This is an optimization exercise on Yosys and OpenROAD, whose aim is a short achievable clock period and few clock cycles, not a production implementation.
Only simulation tests tie the RTL to the original design; equivalence was not proved.
Power and IR drop assume default switching activity.

**config.mk**
```make
export PLATFORM = sky130hd
export DESIGN_NAME = bilron_engine
export DESIGN_NICKNAME = bilron_engine
export VERILOG_FILES = /design/flow/design.v
export SDC_FILE = /design/flow/constraint.sdc
export NUM_CORES = 4
export LEC_CHECK = 0
export ABC_CLOCK_PERIOD_IN_PS = 4000
export CAP_MARGIN = 20
export CORE_MARGIN = 2
export CORE_UTILIZATION = 40
export SLEW_MARGIN = 20
```
**constraint.sdc**
```tcl
create_clock -name core_clock -period 14.0 [get_ports {clk}]
set_input_delay 2.8000 -clock core_clock [delete_from_list [all_inputs] [get_ports {clk}]]
set_output_delay 2.8000 -clock core_clock [all_outputs]
set_load 0.01 [all_outputs]
```
**design.v**
```verilog
module bilron_alu (
    input  wire [5:0]  func,
    input  wire [4:0]  sh,
    input  wire [31:0] wb,
    input  wire [31:0] wa,
    input  wire [63:0] prod,
    output reg  [31:0] res,
    output reg         v,
    output reg         c
);
    wire [32:0] add_full = {1'b0, wb} + {1'b0, wa};
    wire [32:0] sub_full = {1'b0, wb} - {1'b0, wa};
    wire [31:0] sub_res  = sub_full[31:0];
    wire        sub_c    = sub_full[32];
    wire        add_v    = ~(wb[31] ^ wa[31]) & (wb[31] ^ add_full[31]);
    wire        sub_v    = (wb[31] ^ wa[31]) & (wb[31] ^ sub_res[31]);
    wire [31:0] sat_val  = wb[31] ? 32'h8000_0000 : 32'h7FFF_FFFF;
    wire        mul_v    = (prod[63:32] != {32{prod[31]}});
    wire [31:0] neg_res  = 32'd0 - wa;
    wire [63:0] shl_full = {32'd0, wa} << sh;
    wire [63:0] shr_full = {wa, 32'd0} >> sh;
    wire [63:0] asr_full = $signed({wa, 32'd0}) >>> sh;
    always @(*) begin
        res = wa;
        v   = 1'b0;
        c   = 1'b0;
        case (func)
            6'h01: begin res = add_full[31:0]; v = add_v; c = add_full[32]; end
            6'h02: begin res = sub_res; v = sub_v; c = sub_c; end
            6'h03: begin res = add_v ? sat_val : add_full[31:0]; v = add_v; c = add_full[32]; end
            6'h04: begin res = sub_v ? sat_val : sub_res; v = sub_v; c = sub_c; end
            6'h05: begin res = prod[31:0]; v = mul_v; c = 1'b0; end
            6'h06: res = wb & wa;
            6'h07: res = wb | wa;
            6'h08: res = wb ^ wa;
            6'h09: res = ~wa;
            6'h0A: begin res = neg_res; v = (wa == 32'h8000_0000); c = (wa != 32'd0); end
            6'h0B: begin res = shl_full[31:0]; c = (sh != 5'd0) & shl_full[32]; end
            6'h0C: begin res = shr_full[63:32]; c = (sh != 5'd0) & shr_full[31]; end
            6'h0D: begin res = asr_full[63:32]; c = (sh != 5'd0) & asr_full[31]; end
            default: ;
        endcase
    end
endmodule
module bilron_mul_csa (
    input  wire [31:0] a,       
    input  wire [31:0] b,       
    output wire [63:0] s,
    output wire [63:0] c
);
    wire [63:0] ax = {{32{a[31]}}, a};
    wire [63:0] r0 = b[0] ? (ax << 0) : 64'd0;
    wire [63:0] r1 = b[1] ? (ax << 1) : 64'd0;
    wire [63:0] r2 = b[2] ? (ax << 2) : 64'd0;
    wire [63:0] r3 = b[3] ? (ax << 3) : 64'd0;
    wire [63:0] r4 = b[4] ? (ax << 4) : 64'd0;
    wire [63:0] r5 = b[5] ? (ax << 5) : 64'd0;
    wire [63:0] r6 = b[6] ? (ax << 6) : 64'd0;
    wire [63:0] r7 = b[7] ? (ax << 7) : 64'd0;
    wire [63:0] r8 = b[8] ? (ax << 8) : 64'd0;
    wire [63:0] r9 = b[9] ? (ax << 9) : 64'd0;
    wire [63:0] r10 = b[10] ? (ax << 10) : 64'd0;
    wire [63:0] r11 = b[11] ? (ax << 11) : 64'd0;
    wire [63:0] r12 = b[12] ? (ax << 12) : 64'd0;
    wire [63:0] r13 = b[13] ? (ax << 13) : 64'd0;
    wire [63:0] r14 = b[14] ? (ax << 14) : 64'd0;
    wire [63:0] r15 = b[15] ? (ax << 15) : 64'd0;
    wire [63:0] r16 = b[16] ? (ax << 16) : 64'd0;
    wire [63:0] r17 = b[17] ? (ax << 17) : 64'd0;
    wire [63:0] r18 = b[18] ? (ax << 18) : 64'd0;
    wire [63:0] r19 = b[19] ? (ax << 19) : 64'd0;
    wire [63:0] r20 = b[20] ? (ax << 20) : 64'd0;
    wire [63:0] r21 = b[21] ? (ax << 21) : 64'd0;
    wire [63:0] r22 = b[22] ? (ax << 22) : 64'd0;
    wire [63:0] r23 = b[23] ? (ax << 23) : 64'd0;
    wire [63:0] r24 = b[24] ? (ax << 24) : 64'd0;
    wire [63:0] r25 = b[25] ? (ax << 25) : 64'd0;
    wire [63:0] r26 = b[26] ? (ax << 26) : 64'd0;
    wire [63:0] r27 = b[27] ? (ax << 27) : 64'd0;
    wire [63:0] r28 = b[28] ? (ax << 28) : 64'd0;
    wire [63:0] r29 = b[29] ? (ax << 29) : 64'd0;
    wire [63:0] r30 = b[30] ? (ax << 30) : 64'd0;
    wire [63:0] r31 = b[31] ? ~(ax << 31) : 64'd0;
    wire [63:0] r32 = {63'd0, b[31]};
    wire [63:0] t0s = r0 ^ r1 ^ r2;
    wire [63:0] t0c = {(r0[62:0] & r1[62:0]) | (r0[62:0] & r2[62:0]) | (r1[62:0] & r2[62:0]), 1'b0};
    wire [63:0] t1s = r3 ^ r4 ^ r5;
    wire [63:0] t1c = {(r3[62:0] & r4[62:0]) | (r3[62:0] & r5[62:0]) | (r4[62:0] & r5[62:0]), 1'b0};
    wire [63:0] t2s = r6 ^ r7 ^ r8;
    wire [63:0] t2c = {(r6[62:0] & r7[62:0]) | (r6[62:0] & r8[62:0]) | (r7[62:0] & r8[62:0]), 1'b0};
    wire [63:0] t3s = r9 ^ r10 ^ r11;
    wire [63:0] t3c = {(r9[62:0] & r10[62:0]) | (r9[62:0] & r11[62:0]) | (r10[62:0] & r11[62:0]), 1'b0};
    wire [63:0] t4s = r12 ^ r13 ^ r14;
    wire [63:0] t4c = {(r12[62:0] & r13[62:0]) | (r12[62:0] & r14[62:0]) | (r13[62:0] & r14[62:0]), 1'b0};
    wire [63:0] t5s = r15 ^ r16 ^ r17;
    wire [63:0] t5c = {(r15[62:0] & r16[62:0]) | (r15[62:0] & r17[62:0]) | (r16[62:0] & r17[62:0]), 1'b0};
    wire [63:0] t6s = r18 ^ r19 ^ r20;
    wire [63:0] t6c = {(r18[62:0] & r19[62:0]) | (r18[62:0] & r20[62:0]) | (r19[62:0] & r20[62:0]), 1'b0};
    wire [63:0] t7s = r21 ^ r22 ^ r23;
    wire [63:0] t7c = {(r21[62:0] & r22[62:0]) | (r21[62:0] & r23[62:0]) | (r22[62:0] & r23[62:0]), 1'b0};
    wire [63:0] t8s = r24 ^ r25 ^ r26;
    wire [63:0] t8c = {(r24[62:0] & r25[62:0]) | (r24[62:0] & r26[62:0]) | (r25[62:0] & r26[62:0]), 1'b0};
    wire [63:0] t9s = r27 ^ r28 ^ r29;
    wire [63:0] t9c = {(r27[62:0] & r28[62:0]) | (r27[62:0] & r29[62:0]) | (r28[62:0] & r29[62:0]), 1'b0};
    wire [63:0] t10s = r30 ^ r31 ^ r32;
    wire [63:0] t10c = {(r30[62:0] & r31[62:0]) | (r30[62:0] & r32[62:0]) | (r31[62:0] & r32[62:0]), 1'b0};
    wire [63:0] t11s = t0s ^ t0c ^ t1s;
    wire [63:0] t11c = {(t0s[62:0] & t0c[62:0]) | (t0s[62:0] & t1s[62:0]) | (t0c[62:0] & t1s[62:0]), 1'b0};
    wire [63:0] t12s = t1c ^ t2s ^ t2c;
    wire [63:0] t12c = {(t1c[62:0] & t2s[62:0]) | (t1c[62:0] & t2c[62:0]) | (t2s[62:0] & t2c[62:0]), 1'b0};
    wire [63:0] t13s = t3s ^ t3c ^ t4s;
    wire [63:0] t13c = {(t3s[62:0] & t3c[62:0]) | (t3s[62:0] & t4s[62:0]) | (t3c[62:0] & t4s[62:0]), 1'b0};
    wire [63:0] t14s = t4c ^ t5s ^ t5c;
    wire [63:0] t14c = {(t4c[62:0] & t5s[62:0]) | (t4c[62:0] & t5c[62:0]) | (t5s[62:0] & t5c[62:0]), 1'b0};
    wire [63:0] t15s = t6s ^ t6c ^ t7s;
    wire [63:0] t15c = {(t6s[62:0] & t6c[62:0]) | (t6s[62:0] & t7s[62:0]) | (t6c[62:0] & t7s[62:0]), 1'b0};
    wire [63:0] t16s = t7c ^ t8s ^ t8c;
    wire [63:0] t16c = {(t7c[62:0] & t8s[62:0]) | (t7c[62:0] & t8c[62:0]) | (t8s[62:0] & t8c[62:0]), 1'b0};
    wire [63:0] t17s = t9s ^ t9c ^ t10s;
    wire [63:0] t17c = {(t9s[62:0] & t9c[62:0]) | (t9s[62:0] & t10s[62:0]) | (t9c[62:0] & t10s[62:0]), 1'b0};
    wire [63:0] t18s = t11s ^ t11c ^ t12s;
    wire [63:0] t18c = {(t11s[62:0] & t11c[62:0]) | (t11s[62:0] & t12s[62:0]) | (t11c[62:0] & t12s[62:0]), 1'b0};
    wire [63:0] t19s = t12c ^ t13s ^ t13c;
    wire [63:0] t19c = {(t12c[62:0] & t13s[62:0]) | (t12c[62:0] & t13c[62:0]) | (t13s[62:0] & t13c[62:0]), 1'b0};
    wire [63:0] t20s = t14s ^ t14c ^ t15s;
    wire [63:0] t20c = {(t14s[62:0] & t14c[62:0]) | (t14s[62:0] & t15s[62:0]) | (t14c[62:0] & t15s[62:0]), 1'b0};
    wire [63:0] t21s = t15c ^ t16s ^ t16c;
    wire [63:0] t21c = {(t15c[62:0] & t16s[62:0]) | (t15c[62:0] & t16c[62:0]) | (t16s[62:0] & t16c[62:0]), 1'b0};
    wire [63:0] t22s = t17s ^ t17c ^ t10c;
    wire [63:0] t22c = {(t17s[62:0] & t17c[62:0]) | (t17s[62:0] & t10c[62:0]) | (t17c[62:0] & t10c[62:0]), 1'b0};
    wire [63:0] t23s = t18s ^ t18c ^ t19s;
    wire [63:0] t23c = {(t18s[62:0] & t18c[62:0]) | (t18s[62:0] & t19s[62:0]) | (t18c[62:0] & t19s[62:0]), 1'b0};
    wire [63:0] t24s = t19c ^ t20s ^ t20c;
    wire [63:0] t24c = {(t19c[62:0] & t20s[62:0]) | (t19c[62:0] & t20c[62:0]) | (t20s[62:0] & t20c[62:0]), 1'b0};
    wire [63:0] t25s = t21s ^ t21c ^ t22s;
    wire [63:0] t25c = {(t21s[62:0] & t21c[62:0]) | (t21s[62:0] & t22s[62:0]) | (t21c[62:0] & t22s[62:0]), 1'b0};
    wire [63:0] t26s = t23s ^ t23c ^ t24s;
    wire [63:0] t26c = {(t23s[62:0] & t23c[62:0]) | (t23s[62:0] & t24s[62:0]) | (t23c[62:0] & t24s[62:0]), 1'b0};
    wire [63:0] t27s = t24c ^ t25s ^ t25c;
    wire [63:0] t27c = {(t24c[62:0] & t25s[62:0]) | (t24c[62:0] & t25c[62:0]) | (t25s[62:0] & t25c[62:0]), 1'b0};
    wire [63:0] t28s = t26s ^ t26c ^ t27s;
    wire [63:0] t28c = {(t26s[62:0] & t26c[62:0]) | (t26s[62:0] & t27s[62:0]) | (t26c[62:0] & t27s[62:0]), 1'b0};
    wire [63:0] t29s = t28s ^ t28c ^ t27c;
    wire [63:0] t29c = {(t28s[62:0] & t28c[62:0]) | (t28s[62:0] & t27c[62:0]) | (t28c[62:0] & t27c[62:0]), 1'b0};
    wire [63:0] t30s = t29s ^ t29c ^ t22c;
    wire [63:0] t30c = {(t29s[62:0] & t29c[62:0]) | (t29s[62:0] & t22c[62:0]) | (t29c[62:0] & t22c[62:0]), 1'b0};
    assign s = t30s;
    assign c = t30c;
endmodule
module bilron_engine (
    input  wire        clk,
    input  wire        rst,
    input  wire        start,
    output wire        ready,
    output wire        done,
    output wire [7:0]  trap_code,
    output wire [7:0]  trap_param,
    output wire [15:0] trap_pc,
    output wire [31:0] trap_insn,
    input  wire [16:0] cfg_ninsn,
    input  wire [16:0] cfg_size_i,
    input  wire [16:0] cfg_size_q,
    input  wire [13:0] cfg_size_m,
    input  wire [20:0] cfg_size_d,
    input  wire [12:0] cfg_ntim,
    input  wire [12:0] cfg_ncnt,
    output wire        i_en,
    output wire [15:0] i_addr,
    input  wire [31:0] i_rdata,
    output reg         d_en,
    output reg         d_we,
    output reg  [3:0]  d_be,
    output reg  [2:0]  d_area,
    output reg  [17:0] d_addr,
    output reg  [31:0] d_wdata,
    input  wire [31:0] d_rdata
);
    localparam [7:0] T_NONE = 8'h00, T_ILLEGAL = 8'h01, T_RSVD = 8'h02, T_AREA = 8'h03,
                     T_ALIGN = 8'h04, T_READONLY = 8'h05, T_BSTK_OVF = 8'h06,
                     T_BSTK_UNF = 8'h07, T_CSTK = 8'h08, T_UNBAL = 8'h09,
                     T_PC_RANGE = 8'h0A, T_SOFT = 8'h10;
    reg        act;             
    reg        done_r;          
    reg [7:0]  tr_code, tr_param;
    reg [15:0] tr_pc;
    reg [31:0] tr_insn;
    assign ready = !act && !done_r;
    wire   go    = ready && start;
    reg        la;
    reg [31:0] wa, wb;
    reg [31:0] x0, x1, x2, x3;
    reg [3:0]  xone;            
    reg [3:0]  xov;
    reg        fv, fc;
    reg [2:0]  bs [0:15];       
    reg [4:0]  bs_depth;
    reg [16:0] cs [0:7];        
    reg [3:0]  cs_depth;
    reg [16:0] cs_top;          
    reg [16:0]        c_ninsn;
    reg signed [25:0] cl_l  [0:7];    
    reg signed [25:0] cl_w1 [0:7];    
    reg signed [25:0] cl_w2 [0:7];
    reg signed [25:0] cl_w4 [0:7];
    reg  [16:0] fa;             
    reg  [16:0] fa1;            
    reg  [16:0] fnx;            
    reg         fpred;          
    reg  [2:0]  fpidx;          
    localparam NB = 8;
    reg [NB-1:0] bt_v;
    reg [16:0]   bt_pc  [0:NB-1];
    reg [16:0]   bt_tgt [0:NB-1];
    reg [2:0]    bt_ptr;
    wire [31:0] q = i_rdata;
    wire [5:0]  q_op   = q[31:26];
    wire [2:0]  q_area = q[25:23];
    wire        q_ix   = q[22];
    wire [1:0]  q_xn   = q[21:20];
    wire [1:0]  q_size = q[19:18];
    wire [5:0]  q_func = q[25:20];
    wire        q_fmt_l = (q_op >= 6'h01) && (q_op <= 6'h0C);
    wire        q_fmt_w = (q_op >= 6'h10) && (q_op <= 6'h13);
    function [7:0] pre_trap(input [31:0] w);
        reg [5:0] op;
        reg fl, fw, fi, fb, ill, rsv, ro;
        reg [5:0] fn;
        begin
            op  = w[31:26];
            fn  = w[25:20];
            fl  = (op >= 6'h01) && (op <= 6'h0C);
            fw  = (op >= 6'h10) && (op <= 6'h13);
            fi  = (op >= 6'h18) && (op <= 6'h1D);
            fb  = (op >= 6'h28) && (op <= 6'h2F);
            ill = 1'b0;
            rsv = 1'b0;
            if (fl || fw) begin
                ill = (w[25:23] > 3'd5);
                rsv = !w[22] && (w[21:20] != 2'd0);
            end else if (fi) begin
                ill = (op == 6'h1B) && (w[25:22] > 4'd9);
                rsv = (w[19:16] != 4'd0) || ((w[25:22] != 4'd0) && (op != 6'h1B)) ||
                      ((w[21:20] != 2'd0) && !(op == 6'h1C || op == 6'h1D));
            end else if (op == 6'h20) begin
                ill = (fn > 6'h0F);
                rsv = (w[15:5] != 11'd0) || (w[19:16] != 4'd0) ||
                      ((w[4:0] != 5'd0) && !(fn == 6'h0B || fn == 6'h0C || fn == 6'h0D));
            end else if (op == 6'h21) begin
                ill = (fn > 6'h0A);
                rsv = (w[15:5] != 11'd0) || (w[19:16] != 4'd0) || (w[4:0] != 5'd0);
            end else if (op == 6'h22) begin
                ill = (fn != 6'h00) || (w[19:16] > 4'd9);
                rsv = (w[15:5] != 11'd0) || (w[4:0] != 5'd0);
            end else if (op == 6'h23) begin
                ill = (fn > 6'h02);
                rsv = (w[15:5] != 11'd0) || (w[19:18] != 2'd0) || (w[4:0] != 5'd0);
            end else if (fb) begin
                rsv = (w[25:22] != 4'd0) || ((w[21:20] != 2'd0) && (op != 6'h2D)) ||
                      ((w[19:0] != 20'd0) && (op == 6'h2C || op == 6'h2E)) ||
                      ((op == 6'h2F) && (w[19:8] != 12'd0));
            end else begin
                ill = 1'b1;
            end
            ro = ((fl && op >= 6'h09) || (op == 6'h12) || (op == 6'h13)) &&
                 (w[25:23] == 3'd0 || w[25:23] == 3'd4 || w[25:23] == 3'd5);
            pre_trap = ill ? T_ILLEGAL : rsv ? T_RSVD : ro ? T_READONLY : T_NONE;
        end
    endfunction
    wire [31:0] d_off = {12'd0, q_fmt_l ? q[19:18] : 2'b00, q[17:0]};
    wire [31:0] d_ea0 = x0 + d_off;
    wire [31:0] d_ea1 = x1 + d_off;
    wire [31:0] d_ea2 = x2 + d_off;
    wire [31:0] d_ea3 = x3 + d_off;
    reg  [31:0] d_ea;
    always @(*) begin
        if (!q_ix) d_ea = d_off;
        else begin
            case (q_xn)
                2'd0: d_ea = d_ea0;
                2'd1: d_ea = d_ea1;
                2'd2: d_ea = d_ea2;
                default: d_ea = d_ea3;
            endcase
        end
    end
    wire [21:0] d_tgt = {5'd0, fa1} + {{2{q[19]}}, q[19:0]};
    reg signed [25:0] d_lim;
    always @(*) begin
        if (q_fmt_l)              d_lim = cl_l[q_area];
        else if (q_size == 2'd0)  d_lim = cl_w1[q_area];
        else if (q_size == 2'd2)  d_lim = cl_w4[q_area];
        else                      d_lim = cl_w2[q_area];
    end
    wire q_bitread = (q_op >= 6'h01) && (q_op <= 6'h08);
    wire q_bst     = (q_op >= 6'h09) && (q_op <= 6'h0C);
    wire q_alu_wr  = (q_op == 6'h20) && (q_func != 6'h00);
    wire q_uses_wa = (q_op == 6'h10) || (q_op == 6'h12) || (q_op == 6'h18) || (q_op == 6'h19) ||
                     (q_op == 6'h1A) || (q_op == 6'h1B) || q_alu_wr || (q_op == 6'h22) ||
                     (q_op == 6'h23) || ((q_op == 6'h21) && (q_func == 6'h07 || q_func == 6'h08));
    wire q_uses_wb = (q_op == 6'h10) || (q_op == 6'h11) || (q_op == 6'h13) || (q_op == 6'h18) ||
                     q_alu_wr || (q_op == 6'h22) || ((q_op == 6'h23) && (q_func == 6'h01)) ||
                     ((q_op == 6'h21) && (q_func == 6'h08));
    reg               ev;         
    reg [31:0]        ir;
    reg [16:0]        epc, epc1;
    reg               e_pred;     
    reg [2:0]         e_pidx;
    reg [31:0]        e_ea;
    reg signed [25:0] e_lim;
    reg               e_stale;    
    reg [21:0]        e_tgt;
    reg [7:0]         e_pre;
    reg               e_bad;      
    reg               e_past;     
    reg               e_bitread, e_bst, e_stst, e_setrst, e_fmtw, e_fmtl, e_inst;
    reg               e_ldw, e_ldwb, e_wst, e_stw;
    reg               e_uses_wa, e_uses_wb;
    reg               e_jc, e_jcn, e_jmpcall, e_ret, e_loop, e_call, e_end, e_mul;
    wire [5:0]  op     = ir[31:26];
    wire [2:0]  f_area = ir[25:23];
    wire        f_ix   = ir[22];
    wire [1:0]  f_xn   = ir[21:20];
    wire [1:0]  f_size = ir[19:18];
    wire [3:0]  f_cond = ir[25:22];
    wire [15:0] f_imm  = ir[15:0];
    wire [5:0]  f_func = ir[25:20];
    wire [3:0]  f_sel  = ir[19:16];
    wire [4:0]  f_sh   = ir[4:0];
    wire [19:0] f_disp = ir[19:0];
    wire [31:0] imm_s  = {{16{f_imm[15]}}, f_imm};
    wire op_ldi  = (op == 6'h18), op_lui  = (op == 6'h19);
    wire op_addi = (op == 6'h1A), op_cmpi = (op == 6'h1B);
    wire op_xli  = (op == 6'h1C), op_xaddi = (op == 6'h1D);
    wire op_alu  = (op == 6'h20), op_logic = (op == 6'h21);
    wire op_cmp  = (op == 6'h22), op_xop  = (op == 6'h23);
    wire op_trap = (op == 6'h2F);
    wire fmt_b   = (op >= 6'h28) && (op <= 6'h2F);
    reg [31:0] xv;              
    always @(*) begin
        case (f_xn)
            2'd0: xv = x0;
            2'd1: xv = x1;
            2'd2: xv = x2;
            default: xv = x3;
        endcase
    end
    reg [31:0] xsel;            
    always @(*) begin
        case (f_sel[1:0])
            2'd0: xsel = x0;
            2'd1: xsel = x1;
            2'd2: xsel = x2;
            default: xsel = x3;
        endcase
    end
    wire xv_one = xone[f_xn];
    wire       e_wx_xn  = ev && (op_xli || op_xaddi || e_loop);
    wire       e_wx_sel = ev && op_xop;
    wire       d_stale  = (q_fmt_l || q_fmt_w) && q_ix &&
                          ((e_wx_xn && f_xn == q_xn) || (e_wx_sel && f_sel[1:0] == q_xn));
    wire        acc_area  = (e_fmtl || e_fmtw) &&
                            ((e_ea[31:25] != 7'd0) || ($signed({1'b0, e_ea[24:0]}) >= e_lim));
    reg acc_align;
    always @(*) begin
        acc_align = 1'b0;
        if (e_fmtw) begin
            if (e_inst)                acc_align = (f_size != 2'd2) || (e_ea[1:0] != 2'd0);
            else if (f_size == 2'd2)   acc_align = (e_ea[1:0] != 2'd0);
            else if (f_size != 2'd0)   acc_align = e_ea[0];
        end
    end
    wire [17:0] e_daddr = e_fmtl ? e_ea[22:5] : e_ea[19:2];
    wire [2:0]  e_darea = (e_fmtw && e_inst) ? {2'b11, f_area[0]} : f_area;
    reg        pl_la;           
    reg [2:0]  pl_lop;
    reg [4:0]  pl_bit;
    reg        pl_wa, pl_wb;    
    reg [1:0]  pl_size;
    reg [1:0]  pl_lo;
    reg        pl_bst;          
    reg [1:0]  pl_bop;
    reg [2:0]  pl_area;
    reg [17:0] pl_addr;
    reg        buf_v;           
    reg [2:0]  buf_area;
    reg [17:0] buf_addr;
    reg [3:0]  buf_be;
    reg [31:0] buf_wdata;
    wire rd_bit = d_rdata[pl_bit];
    reg  la_cur;                
    always @(*) begin
        la_cur = la;
        if (pl_la) begin
            case (pl_lop)
                3'd0: la_cur = rd_bit;
                3'd1: la_cur = !rd_bit;
                3'd2: la_cur = la & rd_bit;
                3'd3: la_cur = la & !rd_bit;
                3'd4: la_cur = la | rd_bit;
                3'd5: la_cur = la | !rd_bit;
                3'd6: la_cur = la ^ rd_bit;
                default: la_cur = la ^ !rd_bit;
            endcase
        end
    end
    wire [7:0]  ld_b = pl_lo[1] ? (pl_lo[0] ? d_rdata[31:24] : d_rdata[23:16])
                                : (pl_lo[0] ? d_rdata[15:8]  : d_rdata[7:0]);
    wire [15:0] ld_h = pl_lo[1] ? d_rdata[31:16] : d_rdata[15:0];
    reg  [31:0] ld_val;
    always @(*) begin
        case (pl_size)
            2'd0: ld_val = {24'd0, ld_b};
            2'd1: ld_val = {16'd0, ld_h};
            2'd2: ld_val = d_rdata;
            default: ld_val = {{16{ld_h[15]}}, ld_h};
        endcase
    end
    wire       bst_val = (pl_bop == 2'd0) ? la : (pl_bop == 2'd1) ? !la : (pl_bop == 2'd2);
    reg [31:0] bst_word;
    always @(*) begin
        bst_word = d_rdata;
        bst_word[pl_bit] = bst_val;
    end
    wire mem_any = e_bitread || e_bst || e_fmtw;               
    wire mem_acc = e_bitread || e_stst || (e_setrst && la) || e_fmtw;
    reg  mul_ph;                
    wire s_data  = (pl_wa && e_uses_wa) || (pl_wb && e_uses_wb);
    wire s_la    = pl_la && (e_jc || e_jcn || e_setrst);
    wire s_mul   = e_mul && !mul_ph;
    wire s_mem   = (e_bst && (pl_bst || buf_v)) ||
                   (mem_any && ((buf_v && buf_area == e_darea && buf_addr == e_daddr) ||
                                (pl_bst && pl_area == e_darea && pl_addr == e_daddr)));
    wire s_xone  = e_loop && !xov[f_xn];
    wire stall   = ev && (e_stale || s_data || s_la || s_mul || s_mem || s_xone);
    wire fire    = ev && !stall;
    wire        tgt_ok   = !e_tgt[21] && (e_tgt[16:0] < c_ninsn) && (e_tgt[20:17] == 4'd0);
    wire [31:0] xv_dec   = xv - 32'd1;
    wire        br_taken = e_jmpcall || (e_jc && la) || (e_jcn && !la) || (e_loop && !xv_one);
    wire        redirect = ev && !(pl_la && (e_jc || e_jcn)) && !s_xone &&
                           (e_pred ? !br_taken : (br_taken || e_ret));
    wire is_push = op_logic && (f_func >= 6'h03) && (f_func <= 6'h05);
    wire is_pop  = op_logic && (f_func == 6'h06);
    wire mem_trap = e_bad || acc_area || acc_align;
    reg [7:0] exec_trap;
    always @(*) begin
        if (e_past)                                         exec_trap = T_PC_RANGE;
        else if (e_pre != T_NONE)                           exec_trap = e_pre;
        else if (acc_area)                                  exec_trap = T_AREA;
        else if (acc_align)                                 exec_trap = T_ALIGN;
        else if (is_push && bs_depth[4])                    exec_trap = T_BSTK_OVF;
        else if (is_pop && bs_depth == 5'd0)                exec_trap = T_BSTK_UNF;
        else if ((e_call && cs_depth[3]) ||
                 (e_ret && cs_depth == 4'd0))               exec_trap = T_CSTK;
        else if (e_end && (bs_depth != 5'd0 || cs_depth != 4'd0))
                                                            exec_trap = T_UNBAL;
        else if (fmt_b && br_taken && !tgt_ok)              exec_trap = T_PC_RANGE;
        else if (op_trap)                                   exec_trap = T_SOFT;
        else                                                exec_trap = T_NONE;
    end
    wire okb     = fire;
    wire ok_loop = fire;
    wire ok_call = fire;
    wire ok_ret  = fire;
    wire ok_push = fire && is_push;
    wire ok_pop  = fire && is_pop;
    wire end_now = ev && e_end && !e_past && (e_pre == T_NONE) && (bs_depth == 5'd0) &&
                   (cs_depth == 4'd0) && !pl_bst;
    wire finish  = fire && ((exec_trap != T_NONE) || e_end);
    assign done       = done_r || end_now;
    assign trap_code  = done_r ? tr_code  : 8'd0;
    assign trap_param = done_r ? tr_param : 8'd0;
    assign trap_pc    = done_r ? tr_pc    : epc[15:0];
    assign trap_insn  = done_r ? tr_insn  : 32'd0;
    function cond_eval(input [3:0] code, input [31:0] a, input [31:0] b);
        reg eq, ltu, lts;
        begin
            eq  = (a == b);
            ltu = (a < b);
            lts = ($signed(a) < $signed(b));
            case (code)
                4'd0: cond_eval = eq;
                4'd1: cond_eval = !eq;
                4'd2: cond_eval = lts;
                4'd3: cond_eval = lts || eq;
                4'd4: cond_eval = !lts && !eq;
                4'd5: cond_eval = !lts;
                4'd6: cond_eval = ltu;
                4'd7: cond_eval = ltu || eq;
                4'd8: cond_eval = !ltu && !eq;
                default: cond_eval = !ltu;
            endcase
        end
    endfunction
    wire cnd_r = cond_eval(f_sel, wb, wa);
    wire cnd_i = cond_eval(f_cond, wa, imm_s);
    wire [63:0] mcs_s, mcs_c;
    bilron_mul_csa u_mul (
        .a (wb),
        .b (wa),
        .s (mcs_s),
        .c (mcs_c)
    );
    reg  [63:0] ms, mc;
    wire [63:0] prod = ms + mc;
    wire [31:0] alu_res;
    wire        alu_v, alu_c;
    bilron_alu u_alu (
        .func (f_func),
        .sh   (f_sh),
        .wb   (wb),
        .wa   (wa),
        .prod (prod),
        .res  (alu_res),
        .v    (alu_v),
        .c    (alu_c)
    );
    wire [32:0] addi_full = {1'b0, wa} + {1'b0, imm_s};
    wire        addi_v    = ~(wa[31] ^ imm_s[31]) & (wa[31] ^ addi_full[31]);
    wire [2:0] bs_top = bs[bs_depth[3:0] - 4'd1];
    wire la_w_const = okb && (op_cmpi || op_cmp ||
                             (op_logic && (f_func == 6'h01 || f_func == 6'h02 ||
                                           f_func == 6'h07 || f_func == 6'h09 ||
                                           f_func == 6'h0A)));
    reg  la_const;
    always @(*) begin
        if (op_cmpi)                    la_const = cnd_i;
        else if (op_cmp)                la_const = cnd_r;
        else if (f_func == 6'h01)       la_const = 1'b1;
        else if (f_func == 6'h02)       la_const = 1'b0;
        else if (f_func == 6'h07)       la_const = (wa != 32'd0);
        else if (f_func == 6'h09)       la_const = fv;
        else                            la_const = fc;
    end
    wire la_w_not = okb && op_logic && (f_func == 6'h00);
    wire la_w_pop = ok_pop;
    function la_after(input x, input w_const, input c_val, input w_not, input w_pop,
                      input [2:0] top);
        begin
            if (w_const)     la_after = c_val;
            else if (w_not)  la_after = !x;
            else if (w_pop) begin
                case (top[1:0])
                    2'd0:    la_after = top[2] & x;
                    2'd1:    la_after = top[2] | x;
                    default: la_after = top[2] ^ x;
                endcase
            end else         la_after = x;
        end
    endfunction
    reg la_if0, la_if1;         
    always @(*) begin
        la_if0 = la;
        la_if1 = la;
        if (pl_la) begin
            case (pl_lop)
                3'd0: begin la_if0 = 1'b0; la_if1 = 1'b1; end
                3'd1: begin la_if0 = 1'b1; la_if1 = 1'b0; end
                3'd2: begin la_if0 = 1'b0; la_if1 = la;   end
                3'd3: begin la_if0 = la;   la_if1 = 1'b0; end
                3'd4: begin la_if0 = la;   la_if1 = 1'b1; end
                3'd5: begin la_if0 = 1'b1; la_if1 = la;   end
                3'd6: begin la_if0 = la;   la_if1 = !la;  end
                default: begin la_if0 = !la; la_if1 = la; end
            endcase
        end
    end
    wire la_n0 = la_after(la_if0, la_w_const, la_const, la_w_not, la_w_pop, bs_top);
    wire la_n1 = la_after(la_if1, la_w_const, la_const, la_w_not, la_w_pop, bs_top);
    wire la_next = rd_bit ? la_n1 : la_n0;
    wire        e_want = fire && mem_acc;         
    wire        e_acc  = e_want && !mem_trap;
    wire [31:0] st_val = e_stw ? wa : wb;
    always @(*) begin
        if (e_want) begin
            d_en   = !mem_trap;
            d_we   = e_wst;
            d_area = e_darea;
            d_addr = e_daddr;
            case (f_size)
                2'd0:    begin d_be = 4'b0001 << e_ea[1:0]; d_wdata = {4{st_val[7:0]}}; end
                2'd2:    begin d_be = 4'b1111;              d_wdata = st_val; end
                default: begin d_be = e_ea[1] ? 4'b1100 : 4'b0011; d_wdata = {2{st_val[15:0]}}; end
            endcase
        end else begin
            d_en    = buf_v;
            d_we    = 1'b1;
            d_area  = buf_area;
            d_addr  = buf_addr;
            d_be    = buf_be;
            d_wdata = buf_wdata;
        end
    end
    reg [16:0] nfa;
    always @(*) begin
        if (!act)          nfa = 17'd0;
        else if (redirect) nfa = e_pred ? epc1 : e_ret ? cs_top : e_tgt[16:0];
        else if (stall)    nfa = fa;
        else               nfa = fnx;
    end
    reg        bt_hit;
    reg [16:0] bt_out;
    reg [2:0]  bt_idx;
    integer    bi;
    always @(*) begin
        bt_hit = 1'b0;
        bt_out = 17'd0;
        bt_idx = 3'd0;
        for (bi = 0; bi < NB; bi = bi + 1) begin
            if (act && bt_v[bi] && bt_pc[bi] == nfa) begin
                bt_hit = 1'b1;
                bt_out = bt_out | bt_tgt[bi];
                bt_idx = bi[2:0];
            end
        end
    end
    assign i_en   = 1'b1;
    assign i_addr = nfa[15:0];
    reg [31:0] wa_x, wb_x;      
    reg        wa_w, wb_w;
    always @(*) begin
        wa_w = 1'b0;
        wb_w = 1'b0;
        wa_x = alu_res;
        wb_x = wa;
        if (op_ldi) begin
            wa_w = 1'b1; wb_w = 1'b1; wa_x = imm_s;
        end
        if (op_lui) begin
            wa_w = 1'b1; wa_x = {f_imm, wa[15:0]};
        end
        if (op_addi) begin
            wa_w = 1'b1; wa_x = addi_full[31:0];
        end
        if (e_ldw)
            wb_w = 1'b1;
        if (op_alu) begin
            if (f_func == 6'h0E) begin
                wa_w = 1'b1; wb_w = 1'b1; wa_x = wb;
            end else if (f_func == 6'h0F) begin
                wb_w = 1'b1;
            end else if (f_func != 6'h00) begin
                wa_w = 1'b1;
            end
        end
        if (op_logic && f_func == 6'h08) begin
            wa_w = 1'b1; wb_w = 1'b1; wa_x = {31'd0, la};
        end
        if (op_xop && f_func == 6'h01) begin
            wa_w = 1'b1; wb_w = 1'b1; wa_x = xsel;
        end
    end
    wire wla = op_logic && (f_func == 6'h08);
    integer k;
    always @(posedge clk) begin
        fa  <= nfa;
        fa1 <= nfa + 17'd1;
        fnx <= bt_hit ? bt_out : nfa + 17'd1;
        fpred <= bt_hit;
        fpidx <= bt_idx;
        if (fire && !e_pred && br_taken && !s_xone) begin
            bt_v[bt_ptr]   <= 1'b1;
            bt_pc[bt_ptr]  <= epc;
            bt_tgt[bt_ptr] <= e_tgt[16:0];
            bt_ptr         <= bt_ptr + 3'd1;
        end
        if (fire && e_pred && !br_taken)
            bt_v[e_pidx] <= 1'b0;
        if (!act || rst)
            bt_v <= {NB{1'b0}};
        if (!act) begin
            c_ninsn <= cfg_ninsn;
            cl_l[0] <= {6'd0, cfg_size_i, 3'd0};
            cl_l[1] <= {6'd0, cfg_size_q, 3'd0};
            cl_l[2] <= {9'd0, cfg_size_m, 3'd0};
            cl_l[3] <= {2'd0, cfg_size_d, 3'd0};
            cl_l[4] <= {13'd0, cfg_ntim};
            cl_l[5] <= {13'd0, cfg_ncnt};
            cl_l[6] <= 26'd0;
            cl_l[7] <= 26'd0;
            cl_w1[0] <= {9'd0, cfg_size_i};
            cl_w1[1] <= {9'd0, cfg_size_q};
            cl_w1[2] <= {12'd0, cfg_size_m};
            cl_w1[3] <= {5'd0, cfg_size_d};
            cl_w1[4] <= {11'd0, cfg_ntim, 2'd0};
            cl_w1[5] <= {11'd0, cfg_ncnt, 2'd0};
            cl_w2[0] <= {9'd0, cfg_size_i} - 26'd1;
            cl_w2[1] <= {9'd0, cfg_size_q} - 26'd1;
            cl_w2[2] <= {12'd0, cfg_size_m} - 26'd1;
            cl_w2[3] <= {5'd0, cfg_size_d} - 26'd1;
            cl_w2[4] <= {11'd0, cfg_ntim, 2'd0} - 26'd1;
            cl_w2[5] <= {11'd0, cfg_ncnt, 2'd0} - 26'd1;
            cl_w4[0] <= {9'd0, cfg_size_i} - 26'd3;
            cl_w4[1] <= {9'd0, cfg_size_q} - 26'd3;
            cl_w4[2] <= {12'd0, cfg_size_m} - 26'd3;
            cl_w4[3] <= {5'd0, cfg_size_d} - 26'd3;
            cl_w4[4] <= {11'd0, cfg_ntim, 2'd0} - 26'd3;
            cl_w4[5] <= {11'd0, cfg_ncnt, 2'd0} - 26'd3;
            for (k = 6; k < 8; k = k + 1) begin
                cl_w1[k] <= 26'd0;
                cl_w2[k] <= 26'd0;
                cl_w4[k] <= 26'd0;
            end
        end
        if (!act || finish || end_now || redirect) begin
            ev <= 1'b0;
        end else if (!ev || fire) begin
            ev        <= 1'b1;
            ir        <= q;
            epc       <= fa;
            epc1      <= fa1;
            e_pred    <= fpred;
            e_pidx    <= fpidx;
            e_ea      <= d_ea;
            e_lim     <= d_lim;
            e_stale   <= d_stale;
            e_tgt     <= d_tgt;
            e_pre     <= pre_trap(q);
            e_past    <= (fa >= c_ninsn);
            e_bad     <= (fa >= c_ninsn) || (pre_trap(q) != T_NONE);
            e_bitread <= q_bitread;
            e_bst     <= q_bst;
            e_stst    <= (q_op == 6'h09) || (q_op == 6'h0A);
            e_setrst  <= (q_op == 6'h0B) || (q_op == 6'h0C);
            e_fmtl    <= q_fmt_l;
            e_fmtw    <= q_fmt_w;
            e_inst    <= (q_area == 3'd4) || (q_area == 3'd5);
            e_ldw     <= (q_op == 6'h10);
            e_ldwb    <= (q_op == 6'h11);
            e_wst     <= (q_op == 6'h12) || (q_op == 6'h13);
            e_stw     <= (q_op == 6'h12);
            e_uses_wa <= q_uses_wa;
            e_uses_wb <= q_uses_wb;
            e_jc      <= (q_op == 6'h29);
            e_jcn     <= (q_op == 6'h2A);
            e_jmpcall <= (q_op == 6'h28) || (q_op == 6'h2B);
            e_call    <= (q_op == 6'h2B);
            e_ret     <= (q_op == 6'h2C);
            e_loop    <= (q_op == 6'h2D);
            e_end     <= (q_op == 6'h2E);
            e_mul     <= (q_op == 6'h20) && (q_func == 6'h05);
        end else if (e_stale) begin
            e_ea    <= (f_ix ? xv : 32'd0) + (e_fmtl ? {12'd0, ir[19:0]} : {14'd0, ir[17:0]});
            e_stale <= 1'b0;
        end
        if (ev && e_mul && !mul_ph && !s_data) begin
            ms     <= mcs_s;
            mc     <= mcs_c;
            mul_ph <= 1'b1;
        end else if (fire || !ev) begin
            mul_ph <= 1'b0;
        end
        pl_la  <= e_acc && e_bitread;
        pl_wa  <= e_acc && e_ldw;
        pl_wb  <= e_acc && e_ldwb;
        pl_bst <= e_acc && e_bst;
        pl_lop  <= op[2:0] - 3'd1;
        pl_bit  <= e_ea[4:0];
        pl_size <= f_size;
        pl_lo   <= e_ea[1:0];
        pl_bop  <= op[1:0] - 2'd1;
        pl_area <= e_darea;
        pl_addr <= e_daddr;
        la <= la_next;
        if (pl_wa)                 wa <= ld_val;
        else if (okb && wla)       wa <= {31'd0, la_cur};
        else if (okb && wa_w)      wa <= wa_x;
        if (pl_wb)                 wb <= ld_val;
        else if (okb && wb_w)      wb <= wb_x;
        if (pl_bst) begin
            buf_v     <= 1'b1;
            buf_area  <= pl_area;
            buf_addr  <= pl_addr;
            buf_be    <= 4'b0001 << pl_bit[4:3];
            buf_wdata <= bst_word;
        end else if (!e_want) begin
            buf_v <= 1'b0;
        end
        if (okb && op_addi) begin
            fv <= addi_v;
            fc <= addi_full[32];
        end
        if (okb && op_alu && f_func != 6'h00 && f_func != 6'h0E && f_func != 6'h0F) begin
            fv <= alu_v;
            fc <= alu_c;
        end
        if (okb && op_xli) begin
            case (f_xn)
                2'd0: x0 <= {16'd0, f_imm};
                2'd1: x1 <= {16'd0, f_imm};
                2'd2: x2 <= {16'd0, f_imm};
                default: x3 <= {16'd0, f_imm};
            endcase
            xone[f_xn] <= (f_imm == 16'd1);
            xov[f_xn]  <= 1'b1;
        end
        if (okb && op_xaddi) begin
            case (f_xn)
                2'd0: x0 <= x0 + imm_s;
                2'd1: x1 <= x1 + imm_s;
                2'd2: x2 <= x2 + imm_s;
                default: x3 <= x3 + imm_s;
            endcase
            xov[f_xn] <= 1'b0;
        end
        if (okb && op_xop && f_func != 6'h01) begin
            case (f_sel[1:0])
                2'd0: x0 <= (f_func == 6'h00) ? wa : x0 + wa;
                2'd1: x1 <= (f_func == 6'h00) ? wa : x1 + wa;
                2'd2: x2 <= (f_func == 6'h00) ? wa : x2 + wa;
                default: x3 <= (f_func == 6'h00) ? wa : x3 + wa;
            endcase
            xone[f_sel[1:0]] <= (wa == 32'd1);
            xov[f_sel[1:0]]  <= (f_func == 6'h00);
        end
        if (ok_loop && e_loop) begin
            case (f_xn)
                2'd0: x0 <= xv_dec;
                2'd1: x1 <= xv_dec;
                2'd2: x2 <= xv_dec;
                default: x3 <= xv_dec;
            endcase
            xone[f_xn] <= (xv == 32'd2);
            xov[f_xn]  <= 1'b1;
        end
        if (s_xone) begin
            xone[f_xn] <= (xv == 32'd1);
            xov[f_xn]  <= 1'b1;
        end
        if (ok_push) begin
            bs[bs_depth[3:0]] <= {la_cur, f_func[1:0] - 2'd3};
            bs_depth <= bs_depth + 5'd1;
        end
        if (ok_pop)
            bs_depth <= bs_depth - 5'd1;
        if (ok_call && e_call) begin
            cs[cs_depth[2:0]] <= epc1;
            cs_top   <= epc1;
            cs_depth <= cs_depth + 4'd1;
        end
        if (ok_ret && e_ret) begin
            cs_top   <= cs[cs_depth[2:0] - 3'd2];
            cs_depth <= cs_depth - 4'd1;
        end
        done_r <= 1'b0;
        if (end_now) begin
            act <= 1'b0;
        end else if (finish) begin
            act    <= 1'b0;
            done_r <= 1'b1;
            if (e_past) begin
                tr_code  <= T_PC_RANGE;
                tr_param <= 8'd0;
                tr_pc    <= c_ninsn[15:0] - 16'd1;
                tr_insn  <= 32'd0;
            end else if (exec_trap != T_NONE) begin
                tr_code  <= exec_trap;
                tr_param <= (exec_trap == T_SOFT) ? f_disp[7:0] : 8'd0;
                tr_pc    <= epc[15:0];
                tr_insn  <= ir;
            end else begin
                tr_code  <= T_NONE;
                tr_param <= 8'd0;
                tr_pc    <= epc[15:0];
                tr_insn  <= 32'd0;
            end
        end
        if (go)
            act <= 1'b1;
        if (!act) begin
            la       <= 1'b0;
            wa       <= 32'd0;
            wb       <= 32'd0;
            x0       <= 32'd0;
            x1       <= 32'd0;
            x2       <= 32'd0;
            x3       <= 32'd0;
            xone     <= 4'd0;
            xov      <= 4'hF;
            fv       <= 1'b0;
            fc       <= 1'b0;
            bs_depth <= 5'd0;
            cs_depth <= 4'd0;
        end
        if (rst) begin
            act        <= 1'b0;
            done_r     <= 1'b0;
            ev         <= 1'b0;
            mul_ph     <= 1'b0;
            pl_la      <= 1'b0;
            pl_wa      <= 1'b0;
            pl_wb      <= 1'b0;
            pl_bst     <= 1'b0;
            buf_v      <= 1'b0;
            la         <= 1'b0;
            wa         <= 32'd0;
            wb         <= 32'd0;
            x0         <= 32'd0;
            x1         <= 32'd0;
            x2         <= 32'd0;
            x3         <= 32'd0;
            xone       <= 4'd0;
            xov        <= 4'hF;
            fv         <= 1'b0;
            fc         <= 1'b0;
            bs_depth   <= 5'd0;
            cs_depth   <= 4'd0;
            tr_code    <= 8'd0;
            tr_param   <= 8'd0;
            tr_pc      <= 16'd0;
            tr_insn    <= 32'd0;
        end
    end
endmodule
```
**flow/run.sh**
```bash
#!/bin/bash
set -euo pipefail
bash standard.sh SETUP_SLACK_MARGIN=8.5 finish > flow_make.log 2>&1
```
**standard.sh**
```bash
#!/bin/bash
# synth_recipe.tcl (not shown) runs the flow's synth.tcl, then flattens the netlist and writes it again
# the make line also repeats each setting of config.mk as NAME=value (left out here)
make -C /OpenROAD-flow-scripts/flow DESIGN_CONFIG=/design/flow/config.mk WORK_HOME=/design/flow/orfs CLKGATE_MAP_FILE= SYNTH_SCRIPT=/design/flow/synth_recipe.tcl "${@:-finish}"
```
==> results.sh <==
export IMPL_outcome="finished clean"
export IMPL_synthFlopType="edfxtp_1"
export IMPL_syn_inst=14785
export IMPL_hp_class="flip-flop to flip-flop"
export IMPL_multiInputGateArea_sq_um=92300
export IMPL_vias=128915
export IMPL_design_area_sq_um=165000
export IMPL_skew_ns=0.113
export IMPL_synthAdderAreaFrac=0.228
export IMPL_setup_worst_path_end_class="primary output"
export IMPL_fp_dieH_um=591
export IMPL_totalNegativeSetupSlack_ns=0
export IMPL_layout_commonest_cell="nor2_1"
export IMPL_setup_viol=0
export IMPL_finalNonFillerCells=20126
export IMPL_dpl_cell_area_sq_um=148000
export IMPL_die_area_sq_um=350000
export IMPL_drtIter0Drc=18787
export IMPL_drcViolationCount=0
export IMPL_powerDensity_nw_per_um2=77.1
export IMPL_critPathLaunchType="flip-flop"
export IMPL_slew_violations=0
export IMPL_drv_cap=0
export IMPL_fmax_mhz=138
export IMPL_fin_crit_ns=7.23
export IMPL_area_sequential_sq_um=41100
export IMPL_max_stage_delay_ns=0.46
export IMPL_yosysWarnings=6
export IMPL_cts_tree="done"
export IMPL_netlist_area_sq_um=138000
export IMPL_async_flop_share=0
export IMPL_io_buffers=316
export IMPL_worstPathArrival_ns=4.43
export IMPL_antenna_found_initial=92
export IMPL_htree_levels=4
export IMPL_ys_seq_area_frac=0.297
export IMPL_synth_xor_area_frac=0.0451
export IMPL_yosys_area_share_simple=0.144
export IMPL_worst_pin_slew_ns=1.27
export IMPL_path_buf_inv=7
export IMPL_ir_drop_v=0.0000963
export IMPL_cp_top_family="buffers and inverters"
export IMPL_nets=17405
export IMPL_grt_overflow=0
export IMPL_fp_coreArea_sq_um=343000
export IMPL_fin_ws_ns=6.77
export IMPL_path_clk_slew_ns=0.06
export IMPL_clock_latency_ns=0.98
export IMPL_root_buffer="clkbuf_16"
export IMPL_dieWidth_um=591
export IMPL_ys_seq_elements=1490
export IMPL_synth_compound_area_frac=0.169
export IMPL_total_power_mw=12.7
export IMPL_drive_above_1_share=0.158
export IMPL_dp_cells=19180
export IMPL_wl_per_cell_um=34.3
export IMPL_firstDrtPassIters=10
export IMPL_rsz0062_at_grt="yes"
export IMPL_slowest_stage="edfxtp_1"
export IMPL_initial_utilization=0.402
export IMPL_synth_edf_count=1114
export IMPL_layout_common_cells="nor2_1, inv_1, nand2_1"
export IMPL_pre_cts_slack_ns=6.08
export IMPL_route_antenna_remaining_nets=0
export IMPL_drt_wl_total_mm=690
export IMPL_n_fill_cell=32143
export IMPL_grt_pass1_vias=121352
export IMPL_cp_required_ns=11.20
export IMPL_slew_headroom=0.129
export IMPL_vias_per_cell=6.41
export IMPL_grt_max_degree=82
export IMPL_cts_hold_buf=0
export IMPL_crit_fanout=6
export IMPL_synth_top_family_by_area="adder cells"
export IMPL_gp_congestion=1.08
export IMPL_numCtsBuffers=185
export IMPL_clkSinkCount=1490
export IMPL_fin_crit_sh=0.517
export IMPL_path_cells="buf_4 > buf_12 > mux2i_4 > xnor2_1 > a2111oi_2 > nand4_1 > buf_4 > o32a_1 > buf_12 > nand2_8 > buf_6 > mux2_4 > or2_4 > inv_4 > buf_6"
export IMPL_place_hpwl_mm=507
export IMPL_num_io_pins=321
export IMPL_hold_viol_final=0
export IMPL_path_class="flip-flop to primary output"
export IMPL_grt_first_pass_wirelength_mm=952
export IMPL_synth_avg_cell_area_sq_um=9.33
export IMPL_floorplan_rows=215
export IMPL_clockBufferDepth=4
export IMPL_synth_cell_type_count=112
export IMPL_track_usage=0.384
export IMPL_leakage_nw=62.8
export IMPL_synth_mux_area_frac=0.0518
export IMPL_syn_to_final_growth_pct=19.3
## kinds of logic (layout without fill, tap and decap cells)
family          after synthesis  after routing
xor+xnor                    711            711
other cells                   2             57
flops                      1490           1490
mux                         504            504
fa+ha+maj                  1863           1863
buf+inv                    2333           3058
compound gates             3497           3497
simple gates               4385           4389
## cells in the mapped netlist, types with 97 or more instances
cell type,n,share of area
o21ai_0,682,0.025
dfxtp_1,376,0.055
ha_1,773,0.070
a21o_1,165,0.0090
o22ai_1,126,0.0057
buf_1,117,0.0032
clkbuf_1,720,0.020
a211oi_1,179,0.0097
mux4_2,156,0.025
nor2b_1,97,0.0044
nand3_1,232,0.0084
nand2_1,1270,0.035
a21oi_1,949,0.034
mux2i_1,246,0.018
xnor2_1,478,0.030
nand4_1,100,0.0045
nor3_1,272,0.0099
and2_1,175,0.0079
nor2_1,1684,0.046
a221oi_1,134,0.0085
xor2_1,233,0.015
o211ai_1,126,0.0069
edfxtp_1,1114,0.24
inv_1,1403,0.038
fa_1,1090,0.16
## metal layers
layer	up-vias	routed length (um)	GRT usage
li1	53538	-	-
met1	64375	268000	0.508
met2	8809	281000	0.547
met3	2143	86900	0.118
met4	50	53700	0.238
met5	-	744	0.00122
## flip-flops by register name, indices dropped and copies added (netlist names), 60 cells and up
signal  count
cs        136
cl_w4      69
cl_w2     101
bt_pc     136
cl_w1      69
mc         60
ms         64
bt_tgt    136
## cell type report
type / count / share of cell area
diodes: 53 / 0.000806
clock buffers: 230 / 0.0300
clock inverters: 110 / 0.00798
inverters: 1432 / 0.0338
multi-input cells: 10968 / 0.561
flip-flops and latches: 1490 / 0.250
well taps: 4557 / 0.0346
repair buffers: 1279 / 0.0819
repair inverters: 7 / 0.000517
## where the power goes
| group | switching [mW] | internal [mW] | leakage [nW] |
|---|---|---|---|
| clock | 2.21 | 2.92 | 3.02 |
| combinational | 1.59 | 0.776 | 46.2 |
| sequential | 0.192 | 5.00 | 13.5 |
| total | 3.99 | 8.69 | 62.8 |
## path summary, 6_finish.rpt
path,start,to,slack [ns],cells after the start
setup reg to reg,e_fmtl$_DFFE_PP_,fnx[15]$_DFF_P_,6.98,47
hold / removal,fpred$_DFF_P_,e_pred$_DFFE_PP_,0.41,0
hold reg to reg,fpred$_DFF_P_,e_pred$_DFFE_PP_,0.41,0
setup / recovery,e_fmtl$_DFFE_PP_,i_addr[2],6.77,15
## repair_timing
action                                  in CTS  in global routing
endpoints found under the setup margin     621                406
resized for setup                         1094                500
endpoints found under the hold margin        0                  0
pin swaps                                  177                224
buffers inserted                           350                151
cloned                                      41                  8
## per-stage QoR
stage               utilization  hold WS, ns
floorplan                     -        0.346
global placement          0.431        0.386
detailed placement        0.431        0.391
CTS                       0.469        0.402
global route              0.480        0.420
finish                    0.480        0.407
Testbench counts, summed over its fixed seeds: cycles 209,808.

## what the ideal ports hide
The results above use ideal ports. As a check the final layout listed here was re-extracted and re-timed, cells and wires unchanged. Step 1, drivers: a clkbuf_16 drives clk and a buf_2 each remaining input, both assumed. Step 2 also shifts input and output timing later by t, the mid clock arrival at the registers, as if the neighbouring blocks saw the same clock. Three values: no drivers, after step 1, after step 2; two values: the first two.
shift t [ns]: 1.044
setup slack, ns: 6.767 / 6.641 / 6.978
worst register clock-pin slew, ns: 0.07 / 0.07
worst data-port slew with drivers (ns): 0.31
cell pins on the clock port's net: 1
After both steps setup and hold are still met in this run. The setup slack of this run moves by -0.126 ns with the drivers and by +0.211 ns with both steps.
